Context: an optimization exercise on an open-source flow, tuned for small area and a short achievable clock period. The choices shown serve that exercise and are no tape-out recipe.
Only simulation tests tie the RTL to the original design; equivalence was not proved.
Power is estimated from default activity; no workload was simulated.

==> flow/design.v, too long to show whole: its modules and the start of the top module <==
// module red_ew_alu: 966 lines
module red_ew_alu (
    input  wire        clk,
    input  wire        rst,        
    input  wire        in_valid,
    input  wire [7:0]  op,
    input  wire [23:0] p0,
    input  wire [23:0] p1,
    input  wire [23:0] p2,
    input  wire [23:0] a,
    input  wire        a_ok,
    input  wire [23:0] b,
    input  wire        b_ok,
    input  wire [23:0] c,
    input  wire        c_ok,
    output reg         out_valid,
    output reg  [23:0] y,
    output reg         y_ok,
    output reg         nsat
);
  // ...
==> flow/flow/run.sh <==
#!/bin/bash
set -euo pipefail
DU=$(make -s -C "$FLOW_HOME" DESIGN_CONFIG="$PWD/config.mk" print-DONT_USE_CELLS 2>make_print.log | sed -n 's/^DONT_USE_CELLS: //p')
case "$DU" in
  *sky130_fd_sc_hd__probe_p_8*) ;;
  *) echo "could not read the platform's DONT_USE_CELLS" >&2; exit 1 ;;
esac
DU="$DU sky130_fd_sc_hd__clkdlybuf4s15_1 sky130_fd_sc_hd__clkdlybuf4s15_2 sky130_fd_sc_hd__clkdlybuf4s18_1 sky130_fd_sc_hd__clkdlybuf4s18_2 sky130_fd_sc_hd__clkdlybuf4s25_1 sky130_fd_sc_hd__clkdlybuf4s25_2 sky130_fd_sc_hd__clkdlybuf4s50_1 sky130_fd_sc_hd__clkdlybuf4s50_2"
echo "DONT_USE_CELLS=$DU" > dont_use.txt
bash standard.sh SETUP_SLACK_MARGIN=9.25 "DONT_USE_CELLS=$DU" finish > standard.log 2>&1
==> flow/standard.sh <==
#!/bin/bash
# synth_recipe.tcl (not shown) runs the flow's synth.tcl, then flattens the netlist and writes it again
# the make line also repeats each setting of config.mk as NAME=value (left out here)
make -C /OpenROAD-flow-scripts/flow DESIGN_CONFIG=/design/flow/config.mk WORK_HOME=/design/flow/orfs CLKGATE_MAP_FILE= SYNTH_SCRIPT=/design/flow/synth_recipe.tcl "${@:-finish}"
==> flow/config.mk <==
export PLATFORM = sky130hd
export DESIGN_NAME = red_ew_alu
export DESIGN_NICKNAME = red_ew_alu
export VERILOG_FILES = /design/flow/design.v
export SDC_FILE = /design/flow/constraint.sdc
export NUM_CORES = 4
export LEC_CHECK = 0
export ABC_AREA = 1
export CAP_MARGIN = 20
export CORE_MARGIN = 2
export CORE_UTILIZATION = 40
export CTS_CLUSTER_DIAMETER = 80
export CTS_CLUSTER_SIZE = 20
export SLEW_MARGIN = 20
==> flow/constraint.sdc <==
create_clock -name core_clock -period 13.0 [get_ports {clk}]
set_input_delay 2.6000 -clock core_clock [delete_from_list [all_inputs] [get_ports {clk}]]
set_output_delay 2.6000 -clock core_clock [all_outputs]
set_load 0.01 [all_outputs]
==> summary.txt, run 1 <==
largest family of logic cells by synthesized area - simple AND/OR/NAND/NOR gates
multi-input gate share of total cell area - 64.8%
Least-Margin Pin Slew - 1.26 ns
Mapped Avg Cell Area - 7.40 um2
simple-gate share of the synthesized area - 22.4%
P_clk - 0.754 mW
drc violations - 0
crit path capture - tb_2[73]
non-clk buf share - 4.13%
I/O Buffers - 161
Top class by area - multi-input gates
Design Power - 9.24 mW
M1 GR Usage - 35.8%
WP data arrival - 4.18 ns
RD Place Congestion - 0.962
slew margin rel. - 16.3%
Clock Path Buffers - 3
die width - 282 um
Internal - 4.14 mW
Top-Level Pins - 185
WP buf/inv - 2
Critical Path Start - en_1
Clock buf/inv share - 2.10%
Post-Synth XOR/XNOR Area - 9.49%
WHS Endpoint - sh_2[0]
sequential area share after synthesis - 22.0%
outcome - complete, no violations
sw frac - 55.2%
Synth Area in Compound Gates - 15.4%
vias in the first global route - 27,700
WL met3 - 8950 um
Seq pwr share - 16.2%
==> run 2, diff against run 1 <==
--- a/flow/design.v
+++ b/flow/design.v
@@ -41,18 +41,18 @@
         if (is_scale | is_abs | is_clamp | is_not)
             ok_0 = a_ok;
         if (is_sel)
             ok_0 = c_ok & (c_nz ? a_ok : b_ok);
         m_0 = (is_scale | is_clamp) ? p0 : is_mul ? b : {{23{is_abs & a[23]}}, 1'b1};
         yy_0 = (is_scale | is_clamp) ? p1 : b;
         sh_0 = is_scale ? p2[4:0] : is_mul ? p0[4:0] : 5'd0;
     end
-    wire en_0   = is_add | is_sub | is_scale | is_mul | is_abs;   
-    wire inv_0  = is_sub;                    
+    wire en_0   = (is_add | is_sub | is_scale | is_mul | is_abs) & ok_0;   
+    wire inv_0  = is_sub & ok_0;             
     wire selx_0 = is_sel & c_nz;             
     wire yz_0   = is_mul | is_abs;           
     wire [3:0] opc_0 = opc;                  
     wire [2:0] rel_0 = p0[2:0];              
     reg  [23:0] x_1;
     reg  [23:0] m_1;
     reg  [23:0] yy_1;
     reg  [4:0] sh_1;
@@ -102,17 +102,19 @@
     wire signed [23:0] ys_1 = yy_1;
     wire lt_lo = xs_1 < ms_1;     
     wire lt_ab = xs_1 < ys_1;     
     wire eq_ab = x_1 == yy_1;
     wire [1:0] cc = lt_ab ? ct_1[5:4] : eq_ab ? ct_1[3:2] : ct_1[1:0];
     wire bt = ct_1[{|x_1, |yy_1}];
     reg  [23:0] yp_1;
     always @(*) begin
-        if (cl_1)
+        if (!ok_1)
+            yp_1 = 24'd0;
+        else if (cl_1)
             yp_1 = lt_lo ? m_1 : (!lt_ab && !eq_ab) ? yy_1 : x_1;
         else if (cv_1)
             yp_1 = cc[1] ? (cc[0] ? yy_1 : x_1) : {23'd0, cc[0]};
         else if (bl_1)
             yp_1 = {23'd0, bt};
         else if (selx_1)
             yp_1 = x_1;
         else
@@ -954,13 +956,13 @@
         else
             vpipe <= {vpipe[1:0], in_valid};
     end
     always @(posedge clk) begin
         if (rst)
             out_valid <= 1'b0;
         else
             out_valid <= vpipe[2];
-        y    <= ok_4 ? res : 24'd0;
+        y    <= res;
         y_ok <= ok_4;
-        nsat <= ok_4 & ~fits;
+        nsat <= ~fits;
     end
 endmodule
==> run 2 against run 1 <==
Synthesized cell count decreased by 1.3%. Cell area fell by 0.25%. Worst hold slack got worse by 0.0022 ns. Sequential share of layout area grew 0.092 points. Area after synthesis shrank 1.3%. Combinational power decreased by 1%. Critical path type unchanged. Highest routed layer is now met4. Total power about the same. Largest cell class unchanged. Die area decreased by 1.3%. First-iteration DRC count shrank 4.5%. Wire length fell by 0.48%.
==> summary.txt, run 2 <==
outcome - complete, no violations
Biggest register - tb_2
Final Hold Vio Count - 0
static leakage - 16.1 nW
ys flop type - dfxtp_1
post-synth top area cell - dfxtp_1
synthesized area - 0.0305 mm2
Warnings, synthesis - 1
Post-synth top cells - nand2_1, inv_1, dfxtp_1
Layout area overhead - 14.7%
# setup viols final - 0
Final HPWL DP - 80,400 um
Layout Nets - 4,740
RD Place Congestion - 0.957 (-0.51%)
Post-synth EDFFs - 0
Root Driver - clkbuf_16
largest net degree at the start of global routing - 47
Via-to-Cell Ratio - 5.64
clock transition at the registers of the reported paths - 0.08 ns
Fillers - 7,586
Setup TNS Final - 0 ns
first-pass GRT wire length - 164,000 um
I/O Buffers - 161 (unchanged)
Vert. Die Dim - 280 um
vias in the first global route - 28,000 (+1.1%)
commonest non-fill, non-tap cell in the layout - nand2_1
Crit. End Element - flop
CP max FO - 24
via count - 29,300
die area - 0.0784 mm2
Register-to-Register Path Depth - 8
slew margin rel. - 23.2% (+6.9 points)
Mapped Cells - 4,121
router iterations before antenna repair - 6
asr flop ratio synth - 0%
hold buffer count at cts - 0
GRT Residual Overflow - 0
antenna violations before repair - 1
Final Max Slew Viols - 0
layout cells sized above 1 - 12.6%
aggregate global-route resource usage - 26.8%
Initial DRC Count - 2,938
Worst Setup Start Kind - flop
H-tree depth - 1
RSZ-0062 raised after global routing - true
max reg flops - 134
Synth top area share - 22.3%
MaxCap Viol Count - 0
final clock skew - 0.0395 ns
WHS Endpoint - yp_4[11]
Top-Level Pins - 185 (unchanged)
CTS Buf Count - 26
synthesized flop and latch total - 339
min-delay src - yp_2[11]
initial core utilization - 40.3%
wire per inst - 21.0 um
WP data arrival - 4.22 ns (+0.04 ns)
reg2reg start - x_1[21]
drc violations - 0 (unchanged)
most frequent cells in the layout - nand2_1, inv_1, dfxtp_1
storage element area - 0.00684 mm2
Mapped Avg Cell Area - 7.40 um2 (about the same)
Max Fclk - 267 MHz
min Tclk post-route - 3.75 ns
drt total wl - 109,000 um
Max IR drop VDD - 144 uV
die width - 280 um (-0.66%)
ANT nets after route - 0
Multi-input gate area - 0.0223 mm2
Clk Latency, worst-skew pair - 0.62 ns
Cells after DPL - 5,088
Synth area leaders - dfxtp_1, fa_1, nand2_1, xor2_1, inv_1
most frequent cell after synthesis - nand2_1
FP Rows - 101
Final Non-Filler Cells - 5,191
Clock Path Buffers - 3 (unchanged)
Reg2Reg Capture Point - tb_2[70]
Num Clock Sinks - 339
pwr dens - 264 mW/mm2
Mapped Nets - 4,661
Tcrit/Tclk final - 28.8%
Hold WC Path Type - reg -> reg
core area - 0.0757 mm2
hold depth - 0
CP Data Required Time - 13.47 ns
Synth cell types - 62
CTS tree - done
Least-Margin Pin Slew - 1.15 ns (-0.105 ns)
sequential area share after synthesis - 22.3% (+0.30 points)
Setup CP Type - reg -> reg
FF-to-FF setup slack - 9.25 ns
[run 2: changes by cell type in the layout (fill, tap and decap cells not counted), sizes merged, moves of 7 or more]
cell	before	now
nand3b	11	2
o311ai	0	23
clkinvlp	17	10
nand2	968	874
inv	513	554
o211ai	74	58
buf	290	259
xnor2	25	37
nor3	25	43
o22ai	280	300
nand3	338	249
clkbuf	33	51
a21oi	147	181
[run 2: worst max-delay path by stage]
| stage | slack (ns) | cells after the start | to | from |
|---|---|---|---|---|
| floorplan | 9.12 | 6 | inv_1 | c[1] |
| global placement | 7.34 | 9 | m_1[22] | op[3] |
| detailed placement | 7.29 | 10 | tb_2[70] | m_1[7] |
| CTS | 9.18 | 5 | m_1[22] | op[0] |
| global route | 9.16 | 24 | hz_4 | tb_2[0] |
| finish | 9.25 | 8 | tb_2[70] | x_1[21] |
[run 2: power breakdown]
group / total, mW / internal, mW / switching, mW
Combinational: 6.90 / 2.45 / 4.45
Sequential: 1.49 / 1.32 / 0.168
Clock: 0.855 / 0.427 / 0.429
Total: 9.24 / 4.19 / 5.05
[run 2: kinds of logic (layout without fill, tap and decap cells)]
kind of cell | after synthesis | count (layout) | share of synthesized area (%)
fa+ha+maj | 382 | 382 | 21.3
simple gates | 1409 | 1413 | 19.6
buf+inv | 801 | 887 | 10.1
flops | 339 | 339 | 22.3
compound gates | 840 | 840 | 16.7
mux | 7 | 7 | 0.234
other cells | 0 | 1 | 0
xor+xnor | 343 | 344 | 9.88
[run 2: what timing repair did]
action                                 CTS  global route
gates cloned                             2             6
pin swaps                                7            47
endpoints found under the hold margin    0             0
buffers inserted                        19            35
resized for setup                      183           366
setup endpoints to repair              187           143
[run 2: layout make-up]
class	instances	share of cell area, %
multi-input cells	2986	63.9
repair buffers	283	4.27
clock buffers	27	1.90
repair inverters	3	0.0501
diodes	1	0.00716
well taps	978	3.50
flip-flops and latches	339	19.6
inverters	561	6.23
clock inverters	13	0.583
[run 2: worst max-delay path, stage by stage, from the launching register on]
cell     delay (ns)
dfxtp_1        0.59
nand2_2        0.51
o22ai_1        0.37
xor2_1         0.22
fa_1           0.47
fa_1           0.55
inv_1          0.06
fa_1           0.41
fa_1           0.44
[run 2: routing by layer]
| metal | routed length (um) | share of wire, % | GRT usage (%) |
|---|---|---|---|
| met5 | 0 | 0 | 0 |
| met4 | 4680 | 4.3 | 10.4 |
| met3 | 9720 | 8.9 | 4.82 |
| met2 | 49500 | 45 | 43.5 |
| met1 | 45000 | 41 | 35.3 |
[run 2: through the flow]
stage,power (mW),util (%),hold WS (ns),instance area (um2),setup slack (ns)
3_3_place_gp,7.28,41.9,0.312,31700,7.34
4_1_cts,8.28,43.9,0.331,33200,9.18
3_5_place_dp,7.30,41.9,0.312,31700,7.29
6_report,9.24,46.2,0.326,35000,9.25
2_1_floorplan,5.60,-,0.310,30600,9.12
5_1_grt,10.1,46.2,0.333,35000,9.16
==> run 3, diff against run 2 <==
--- a/flow/flow/run.sh
+++ b/flow/flow/run.sh
@@ -7,4 +7,4 @@
 esac
 DU="$DU sky130_fd_sc_hd__clkdlybuf4s15_1 sky130_fd_sc_hd__clkdlybuf4s15_2 sky130_fd_sc_hd__clkdlybuf4s18_1 sky130_fd_sc_hd__clkdlybuf4s18_2 sky130_fd_sc_hd__clkdlybuf4s25_1 sky130_fd_sc_hd__clkdlybuf4s25_2 sky130_fd_sc_hd__clkdlybuf4s50_1 sky130_fd_sc_hd__clkdlybuf4s50_2"
 echo "DONT_USE_CELLS=$DU" > dont_use.txt
-bash standard.sh SETUP_SLACK_MARGIN=9.25 "DONT_USE_CELLS=$DU" finish > standard.log 2>&1
+bash standard.sh SETUP_SLACK_MARGIN=9.25 "DONT_USE_CELLS=$DU" "SYNTH_OPERATIONS_ARGS=-extra-map $FLOW_HOME/platforms/common/lcu_kogge_stone.v -noabc" finish > standard.log 2>&1
==> run 3 against run 2 <==
Register-to-register slack improved by 0.08 ns. Highest routed layer is now met5. Synthesized cell count is 2.3% lower. Maximum frequency increased by 1.7%. Largest power group unchanged. Worst setup slack gained 0.061 ns. Wire length shrank 5.4%. Utilization down 0.59 points. Critical path type is now reg -> out. Global-route usage down 1.0 points. Non-clock buffer count increased by 17. Cell count down 1.5%. Total power decreased by 6.2%. Cell area down 2.9%. Via count shrank 3.4%.
==> summary.txt, run 3 <==
router iterations before antenna repair - 6 (unchanged)
post-synth top area cell - dfxtp_1
pwr dens - 255 mW/mm2 (-3.4%)
CP Data Required Time - 10.40 ns (-3.07 ns)
clock transition at the registers of the reported paths - 0.08 ns (about the same)
min Tclk post-route - 3.69 ns (-0.0613 ns)
Post-synth top cells - nand2_1, inv_1, dfxtp_1
Crit. End Element - output port
largest family of logic cells by synthesized area - simple AND/OR/NAND/NOR gates
Clk Latency, worst-skew pair - 0.62 ns (about the same)
synthesized flop and latch total - 339 (unchanged)
Setup TNS Final - 0 ns (unchanged)
# setup viols final - 0 (unchanged)
simple-gate share of the synthesized area - 21.9% (+2.3 points)
commonest non-fill, non-tap cell in the layout - nand2_1
Num Clock Sinks - 339 (unchanged)
Synth top area share - 22.6% (+0.34 points)
Top-Level Pins - 185 (unchanged)
WP data arrival - 1.09 ns (-3.13 ns)
Post-synth EDFFs - 0 (unchanged)
die area - 0.0773 mm2 (-1.5%)
RD Place Congestion - 0.961 (+0.44%)
RSZ-0062 raised after global routing - true
largest net degree at the start of global routing - 51 (+8.5%)
aggregate global-route resource usage - 25.7% (-1.0 points)
Via-to-Cell Ratio - 5.53 (-1.9%)
Mapped Nets - 4,569 (-2.0%)
GRT Residual Overflow - 0 (unchanged)
antenna violations before repair - 1 (unchanged)
die width - 278 um (-0.74%)
MaxCap Viol Count - 0 (unchanged)
Vert. Die Dim - 278 um (-0.74%)
Layout area overhead - 13.0%
Layout Nets - 4,668 (-1.5%)
Final WS setup - 9.31 ns (+0.0613 ns)
Post-Synth XOR/XNOR Area - 9.74% (-0.14 points)
Final Max Slew Viols - 0 (unchanged)
Critical-path top delay cell - dfxtp_1
slew margin rel. - 29.1% (+6.0 points)
Biggest register - tb_2
ys flop type - dfxtp_1
CTS tree - done
initial core utilization - 40.3% (+0.066 points)
Hold WC Path Type - reg -> reg
Mapped Avg Cell Area - 7.46 um2 (+0.78%)
Synth area leaders - dfxtp_1, fa_1, nand2_1, xor2_1, ha_1
Final Hold Vio Count - 0 (unchanged)
I/O Buffers - 161 (unchanged)
vias in the first global route - 26,900 (-4.0%)
Warnings, synthesis - 1 (unchanged)
synthesized area - 0.0300 mm2 (-1.5%)
CTS Buf Count - 28 (+7.7%)
max reg flops - 134 (unchanged)
CP max FO - 1 (-96%)
static leakage - 16.3 nW (+0.90%)
WP buf/inv - 1 (unchanged)
most frequent cell after synthesis - nand2_1
Mapped Cells - 4,028 (-2.3%)
asr flop ratio synth - 0% (unchanged)
Max IR drop VDD - 139 uV (-3.1%)
Least-Margin Pin Slew - 1.06 ns (-0.0881 ns)
crit-path cells - buf_1
drc violations - 0 (unchanged)
Initial DRC Count - 2,618 (-11%)
Worst Setup Start Kind - flop
FP Rows - 100 (-0.99%)
Clock Path Buffers - 3 (unchanged)
most frequent cells in the layout - nand2_1, inv_1, dfxtp_1
H-tree depth - 1 (unchanged)
CP delay by family, top - flip-flops
drt total wl - 103,000 um (-5.4%)
sequential area share after synthesis - 22.6% (+0.34 points)
Final HPWL DP - 79,400 um (-1.3%)
Setup CP Type - reg -> out
Max Fclk - 271 MHz (+1.7%)
core area - 0.0744 mm2 (-1.7%)
Root Driver - clkbuf_16
Fin Hold WS - 0.324 ns (-0.00269 ns)
layout cells sized above 1 - 11.2% (-1.5 points)
ANT nets after route - 0 (unchanged)
first-pass GRT wire length - 156,000 um (-5.0%)
Tcrit/Tclk final - 28.4% (-0.47 points)
pre-CTS WS - 7.69 ns (+0.399 ns)
Fillers - 7,464 (-1.6%)
Synth cell types - 58 (-6.5%)
outcome - complete, no violations
wire per inst - 20.1 um (-3.9%)
via count - 28,300 (-3.4%)
Synth Area in Compound Gates - 16.0% (-0.72 points)
post-synthesis mux area share - 0.133% (-0.10 points)
final clock skew - 0.0600 ns (+0.0205 ns)
CP peak stage delay - 0.32 ns (-0.27 ns)
Post-Synth Adder-Cell Area - 21.7% (+0.36 points)
## run 3: changes by cell type after synthesis, moves of 23 or more
cell / delta
o21ai_0: +38
nand2_1: +38
nor3_1: -29
nor2_1: +44
nand3_1: +28
o311ai_0: -23
inv_1: -182
## run 3: layer usage
layer	wire [um]	share of wire, %	GRT usage (%)	vias to the layer above
li1	-	-	-	13600
met1	44300	43	34.5	13300
met2	46600	45	41.3	1166
met3	7830	7.6	4.06	221
met4	4300	4.2	10.7	2
met5	13	0.013	0	-
## run 3: layout make-up
cell class                      instances  area (um2)  share of cell area (%)
Multi-Input combinational cell       3065       21900                    64.6
Timing Repair inverter                  1        7.51                  0.0221
Clock inverter                         15         264                   0.778
Clock buffer                           31         722                    2.13
Sequential cell                       339        6830                    20.1
Tap cell                              969        1210                    3.57
Inverter                              392        1490                    4.38
Timing Repair Buffer                  300        1480                    4.37
Antenna cell                            1        2.50                 0.00737
## run 3: final timing paths
path / startpoint / to / slack (ns) / cells after the start
worst min-delay path: yp_2[20] / yp_4[20] / 0.32 / 0
worst max-delay path: y[21] / y[21] / 9.31 / 1
worst min register to register: yp_2[20] / yp_4[20] / 0.32 / 0
worst max register to register: m_1[15] / tb_2[73] / 9.33 / 9
## run 3: cells by family (layout without fill, tap and decap cells)
group	count (synthesis)	after routing
buf+inv	626	739
simple gates	1531	1532
fa+ha+maj	383	383
compound gates	811	812
flops	339	339
xor+xnor	334	334
mux	4	4
other cells	0	1
## run 3: worst reg2reg max path, cell delays in order, from the launching register on
cell and delay [ns]:
dfxtp_4 0.52, inv_2 0.20, o21ai_4 0.25, buf_4 0.29, o22ai_1 0.12, xor2_1 0.23, fa_1 0.47, fa_1 0.43
fa_1 0.51, fa_1 0.50
## run 3: report_power, final
group | internal, mW | total (mW) | switching, mW
clock | 0.467 | 0.914 | 0.447
combinational | 2.18 | 6.27 | 4.10
sequential | 1.32 | 1.48 | 0.167
## run 3: repair_timing
item,in CTS,in global routing
setup endpoints to repair,178,135
hold buffers,0,0
setup buffers,19,42
cloned,2,1
pin swaps,1,15
resized for setup,149,219
## run 3: stage by stage
step	instances	power, mW	instance area [um2]	util [%]
after global placement	4999	7.10	31300	42.0
after global routing	5112	9.44	33900	45.6
after floorplan	4028	5.43	30100	-
final	5113	8.67	33900	45.6
after CTS	5069	8.11	32800	44.1
after detailed placement	5002	7.10	31300	42.1
==> run 4, diff against run 3 <==
--- a/flow/flow/run.sh
+++ b/flow/flow/run.sh
@@ -7,4 +7,4 @@
 esac
 DU="$DU sky130_fd_sc_hd__clkdlybuf4s15_1 sky130_fd_sc_hd__clkdlybuf4s15_2 sky130_fd_sc_hd__clkdlybuf4s18_1 sky130_fd_sc_hd__clkdlybuf4s18_2 sky130_fd_sc_hd__clkdlybuf4s25_1 sky130_fd_sc_hd__clkdlybuf4s25_2 sky130_fd_sc_hd__clkdlybuf4s50_1 sky130_fd_sc_hd__clkdlybuf4s50_2"
 echo "DONT_USE_CELLS=$DU" > dont_use.txt
-bash standard.sh SETUP_SLACK_MARGIN=9.25 "DONT_USE_CELLS=$DU" "SYNTH_OPERATIONS_ARGS=-extra-map $FLOW_HOME/platforms/common/lcu_kogge_stone.v -noabc" finish > standard.log 2>&1
+bash standard.sh SETUP_SLACK_MARGIN=9.5 "DONT_USE_CELLS=$DU" "SYNTH_OPERATIONS_ARGS=-extra-map $FLOW_HOME/platforms/common/lcu_kogge_stone.v -noabc" finish > standard.log 2>&1
==> run 4 against run 3 <==
Via count up 4.5%. Utilization grew 4.2 points. Flip-flop and latch count unchanged. Clock-buffer cell count fell by 2. Sequential share of layout area fell by 1.5 points. Maximum frequency grew 1.5%. Clock power decreased by 9.6%. Non-clock buffer count rose by 85. Worst setup slack better by 0.055 ns. Combinational power up 28%. Critical path depth unchanged.
==> summary.txt, run 4 <==
Post-synth EDFFs - 0 (unchanged)
via count - 29,500 (+4.5%)
H-tree depth - 1 (unchanged)
Max Fclk - 275 MHz (+1.5%)
Mapped Avg Cell Area - 7.46 um2 (unchanged)
Setup TNS Final - 0 ns (unchanged)
fin util - 49.8% (+4.2 points)
initial core utilization - 40.3% (unchanged)
CTS Buf Count - 26 (-7.1%)
Via-to-Cell Ratio - 5.69 (+2.9%)
min Tclk post-route - 3.63 ns (-0.0549 ns)
Least-Margin Pin Slew - 1.18 ns (+0.117 ns)
Post-Synth XOR/XNOR Area - 9.74% (unchanged)
largest family of logic cells by synthesized area - simple AND/OR/NAND/NOR gates
GRT met2 Usage - 43.1% (+1.8 points)
RD Place Congestion - 0.949 (-1.3%)
final clock skew - 0.0316 ns (-0.0284 ns)
router iterations before antenna repair - 6 (unchanged)
antenna violations before repair - 2 (+1)
Post-Synth Adder-Cell Area - 21.7% (unchanged)
WP data arrival - 1.03 ns (-0.06 ns)
max reg flops - 134 (unchanged)
Setup CP Type - reg -> out
M1 GR Usage - 35.6% (+1.1 points)
# setup viols final - 0 (unchanged)
wire per inst - 20.9 um (+3.6%)
Clk Latency, worst-skew pair - 0.59 ns (-0.03 ns)
CP Data Required Time - 10.40 ns (about the same)
sequential area share after synthesis - 22.6% (unchanged)
core area - 0.0744 mm2 (unchanged)
FP Rows - 100 (unchanged)
Cells after DPL - 4,992 (-0.20%)
Vert. Die Dim - 278 um (unchanged)
Final Cell Area - 0.0371 mm2 (+9.3%)
pre-CTS WS - 7.50 ns (-0.198 ns)
Max IR drop VDD - 203 uV (+46%)
Mapped Cells - 4,028 (unchanged)
Top-Level Pins - 185 (unchanged)
Synth area leaders - dfxtp_1, fa_1, nand2_1, xor2_1, ha_1
most frequent cells in the layout - nand2_1, inv_1, xor2_1
Final Non-Filler Cells - 5,194 (+1.6%)
commonest non-fill, non-tap cell in the layout - nand2_1
pwr dens - 279 mW/mm2 (+9.2%)
Num Clock Sinks - 339 (unchanged)
layout cells sized above 1 - 22.5% (+11 points)
Tcrit/Tclk final - 27.9% (-0.42 points)
hold buffer count at cts - 0 (unchanged)
most frequent cell after synthesis - nand2_1
Critical-path top delay cell - dfxtp_2
Biggest register - tb_2
vias in the first global route - 27,900 (+3.5%)
met3 Usage GRT - 3.95% (-0.12 points)
clock transition at the registers of the reported paths - 0.08 ns (about the same)
aggregate global-route resource usage - 26.6% (+0.88 points)
Design Power - 10.3 mW (+19%)
CP delay by family, top - flip-flops
Layout area overhead - 23.5%
Final HPWL DP - 79,100 um (-0.28%)
Synth top area share - 22.6% (unchanged)
Synth cell types - 58 (unchanged)
Final WS setup - 9.37 ns (+0.0549 ns)
Crit. End Element - output port
CP max FO - 1 (unchanged)
ANT nets after route - 0 (unchanged)
synthesized flop and latch total - 339 (unchanged)
Synth Area in Compound Gates - 16.0% (unchanged)
Root Driver - clkbuf_16
I/O Buffers - 161 (unchanged)
Final Hold Vio Count - 0 (unchanged)
drt total wl - 108,000 um (+5.3%)
Mapped Nets - 4,569 (unchanged)
post-placement cell area - 0.0313 mm2 (-0.17%)
post-synth top area cell - dfxtp_1
Fillers - 7,097 (-4.9%)
RSZ-0062 raised after global routing - true
MaxCap Viol Count - 0 (unchanged)
slew margin rel. - 21.3% (-7.8 points)
Warnings, synthesis - 1 (unchanged)
Layout Nets - 4,753 (+1.8%)
die area - 0.0773 mm2 (unchanged)
first-pass GRT wire length - 162,000 um (+4.3%)
outcome - complete, no violations
Post-synth top cells - nand2_1, inv_1, dfxtp_1
GRT Residual Overflow - 0 (unchanged)
Clock Path Buffers - 3 (unchanged)
CTS tree - done
Worst Setup Start Kind - flop
simple-gate share of the synthesized area - 21.9% (unchanged)
synthesized area - 0.0300 mm2 (unchanged)
largest net degree at the start of global routing - 50 (-2.0%)
Final Max Slew Viols - 0 (unchanged)
post-synthesis mux area share - 0.133% (unchanged)
Hold WC Path Type - reg -> reg
crit-path cells - buf_6
die width - 278 um (unchanged)
WP buf/inv - 1 (unchanged)
Fin Hold WS - 0.328 ns (+0.00473 ns)
Initial DRC Count - 2,756 (+5.3%)
asr flop ratio synth - 0% (unchanged)
CP peak stage delay - 0.33 ns (about the same)
# diodes - 0 (-1)
static leakage - 17.4 nW (+6.8%)
drc violations - 0 (unchanged)
ys flop type - dfxtp_1
grt peak-use layer - met2
## run 4: cell counts after synthesis
Identical to the previous run, type by type.
## run 4: what timing repair did
action	4_1_cts	5_1_grt
gates resized for setup	378	682
gates cloned	6	3
pin swaps	23	224
buffers inserted	45	107
setup endpoints to repair	256	141
endpoints found under the hold margin	0	0
## run 4: cell type report
cell class | count | area, um2 | share of cell area [%]
Timing Repair inverter | 2 | 13.8 | 0.0371
Multi-Input combinational cell | 3066 | 24300 | 65.4
Tap cell | 969 | 1210 | 3.27
Clock inverter | 12 | 175 | 0.472
Sequential cell | 339 | 6900 | 18.6
Clock buffer | 29 | 682 | 1.84
Inverter | 392 | 1520 | 4.08
Timing Repair Buffer | 385 | 2320 | 6.26
## run 4: layer usage
layer  share of wire, %  routed length, um  vias to the layer above
met2                 45              49200                     1425
met4                4.8               5240                        2
li1                   -                  -                    13700
met3                7.6               8240                      336
met1                 42              45700                    14000
met5              0.011                 12                        -
## run 4: kinds of logic (layout without fill, tap and decap cells)
logic type | after synthesis | after routing
DFF | 339 | 339
xor gates and xnor gates | 334 | 334
and+or+nand+nor | 1531 | 1533
adders and majority gates | 383 | 383
buffers and inverters | 626 | 820
AOI/OAI and AO/OA | 811 | 812
muxes | 4 | 4
## run 4: path summary, 6_finish.rpt
check | from | to | slack (ns) | cells after the start
worst min register to register | yp_2[0] | yp_4[0] | 0.33 | 0
worst max register to register | tb_2[59] | hm2_4 | 9.53 | 23
worst min-delay path | yp_2[0] | yp_4[0] | 0.33 | 0
worst max-delay path | y[23] | y[23] | 9.37 | 1
## run 4: report_power, final
| group | switching [mW] | internal [mW] | total, mW |
|---|---|---|---|
| clock | 0.412 | 0.414 | 0.826 |
| sequential | 0.162 | 1.32 | 1.49 |
| combinational | 5.04 | 2.99 | 8.03 |
| total | 5.61 | 4.73 | 10.3 |

[what the ideal ports hide]
Ports are ideal in the flow. The routed layouts listed here were re-timed in OpenROAD. Step 1 assumes that a clkbuf_16 drives the clock port and a buf_2 every other input. Step 2 also shifts input and output timing later by t, the mid clock arrival at the registers, as if the neighbouring blocks saw the same clock. Three values: ideal ports, drivers, drivers and shift; two values: the first two.
run	t, ns	slack for setup (ns)	clock arrival spread, ns
run 1	0.633	9.260 / 9.260 / 8.824	0.031 / 0.031
run 2	0.657	9.253 / 9.253 / 8.663	0.040 / 0.040
run 3	0.654	9.314 / 9.255 / 8.699	0.061 / 0.060
run 4	0.633	9.369 / 9.314 / 8.979	0.032 / 0.031
After both steps setup and hold are still met in every run listed. The setup slack of run 3, which loses most, moves by -0.059 ns with the drivers and by -0.615 ns with both steps.
